This is an optimization exercise on Yosys and OpenROAD, whose aim is small area and a short achievable clock period, not a production implementation.
Function was checked by simulation only, so behaviour that the tests miss may differ from the original.
No activity file was given, so power comes from the tool's default toggle rates.

## windlass_mac
module windlass_mac (
    input  wire        clk,
    input  wire        rst,
    input  wire        in_valid,
    input  wire        in_last,
    input  wire [31:0] in_a,
    input  wire [31:0] in_s,
    output reg         out_valid,
    output reg  [63:0] out_c
);
clock: 11.0 ns
lec_check: 0
cap_margin: 20
core_margin: 2
core_utilization: 40
slew_margin: 20
synth_hierarchical: 1
synth_minimum_keep_size: 0
standard.sh (not shown) runs the stock make flow with config.mk's settings and CLKGATE_MAP_FILE= SYNTH_SCRIPT=/design/flow/synth_recipe.tcl, a recipe that flattens the netlist after the stock synthesis.
==> flow/flow/run.sh <==
#!/bin/bash
# Layout flow: the standard synthesis, unchanged, then the standard ORFS
# steps (floorplan to finish) with different repair settings:
#   - up to and including CTS, timing repair aims at the setup margin in
#     flow/margin.txt, so that the resizer works the design towards a shorter
#     period than the clock's; after CTS (global route onwards) it aims at the
#     margin in flow/margin_route.txt;
#   - extra make variables from flow/args.txt, one per line (resizer and
#     port-buffer options).
# The clock, the SDC and the design are the standard flow's. Each step's full output is
# in orfs/logs/ (ORFS's own logs) and in synth.log / cts.log / layout.log here.
set -uo pipefail
MARGIN=$(cat flow/margin.txt)
MARGIN_ROUTE=$(cat flow/margin_route.txt)
mapfile -t EXTRA < flow/args.txt
bash standard.sh synth > synth.log 2>&1 || exit 1
bash standard.sh SETUP_SLACK_MARGIN=$MARGIN TNS_END_PERCENT=100 "${EXTRA[@]}" cts > cts.log 2>&1 || exit 1
bash standard.sh SETUP_SLACK_MARGIN=$MARGIN_ROUTE TNS_END_PERCENT=100 "${EXTRA[@]}" finish > layout.log 2>&1
==> flow/flow/args.txt <==
MATCH_CELL_FOOTPRINT=0
BUFFER_PORTS_ARGS=-buffer_cell sky130_fd_sc_hd__buf_2
==> flow/flow/margin.txt <==
7.6
==> flow/flow/margin_route.txt <==
7.45
The first run completed without violations.
==> next run, changes <==
==> flow/flow/margin.txt (replaced) <==
7.75
==> flow/flow/margin_route.txt (replaced) <==
0
After rerunning: The changed run completed with no timing, DRC or antenna violations. Die area is unchanged. Power came out higher by a little under a tenth. Fmax climbs by a few percent. Worst setup slack is better by 110 ps. Global-route usage goes up by 0.35 points. Final area grows by a few percent. Non-clock buffer count rises by 51. Final cell count rises slightly. Clock-buffer cell count drops by 4.

* * *

## rev 12
Starting RTL as in the previous note.
==> flow/config.mk <==
export PLATFORM = sky130hd
export DESIGN_NAME = windlass_mac
export DESIGN_NICKNAME = windlass_mac
export VERILOG_FILES = /design/flow/design.v
export SDC_FILE = /design/flow/constraint.sdc
export NUM_CORES = 4
export LEC_CHECK = 0
export CAP_MARGIN = 20
export CORE_MARGIN = 2
export CORE_UTILIZATION = 55
export SLEW_MARGIN = 20
export SYNTH_HIERARCHICAL = 1
export SYNTH_MINIMUM_KEEP_SIZE = 0
==> flow/constraint.sdc <==
create_clock -name core_clock -period 11.0 [get_ports {clk}]
set_input_delay 2.2000 -clock core_clock [delete_from_list [all_inputs] [get_ports {clk}]]
set_output_delay 2.2000 -clock core_clock [all_outputs]
set_load 0.01 [all_outputs]
==> flow/flow/margin.txt <==
7.7
==> flow/flow/margin_route.txt <==
0
Scripts as last shown in full above: flow/flow/run.sh, flow/flow/args.txt
--- input diff rev 12..rev 13 ---
- CORE_UTILIZATION changed from 55 to 40
- CTS_BUF_LIST newly set to sky130_fd_sc_hd__clkbuf_8
==> flow/flow/margin.txt <==
7.6
### Flow results
Rev 13: full flow OK, the timing, design-rule and antenna checks passed. Between rev 13 and rev 12, the buffer share of cell area does not differ in any meaningful way. Multi-input gate share of the layout cell area: rev 13 < rev 12. Rev 13 against rev 12: area growth from synthesis to final layout saw an increase, number of buffers and inverters on the critical path decreased by 2 relative to the old numbers, first-pass GRT wire length went up by 1800 µm, post-DP HPWL increased about 0.8%. Relative to rev 12, layout net count increased by 25 in rev 13. The site row count number comes out higher for rev 13 vs rev 12. Taking rev 12 as the reference, in rev 13 maximum level of the CTS H-tree now larger; sequential power comparable; fraction of power consumed by the clock network comparable.

[port drivers added, routing unchanged]
In the flow no input, the clock included, has a driving cell. The finished layouts below were timed again as built, in two steps. Step 1: set_driving_cell puts a clkbuf_16 on clk and a buf_2 on each other input, an assumption about the parent block. Step 2 adds t to the input delays and takes it off the output delays; t is the mean of the earliest and latest rising clock arrival at the registers after step 1. Input paths then give back, and output paths get back, about the clock's delay inside the block. Three values: ideal, step 1, step 2; two values: the first two.
run | t, ns | setup slack, ns | worst register clock-pin slew, ns | worst slew at a driven data input, ns | pins driven straight from the clock port
the first run of note 1 | 0.629 | 7.521 / 7.521 / 7.366 | 0.07 / 0.07 | 0.07 | 1
the second run of note 1 | 0.646 | 7.635 / 7.635 / 7.336 | 0.08 / 0.08 | 0.07 | 1
rev 12 | 0.631 | 7.523 / 7.523 / 7.337 | 0.07 / 0.07 | 0.06 | 1
rev 13 | 0.712 | 7.513 / 7.513 / 7.358 | 0.07 / 0.07 | 0.07 | 1
After both steps setup and hold are still met in every run listed. For the second run of note 1, which loses most, drivers alone change the setup slack by 0.000 ns; drivers and shift together by -0.299 ns.
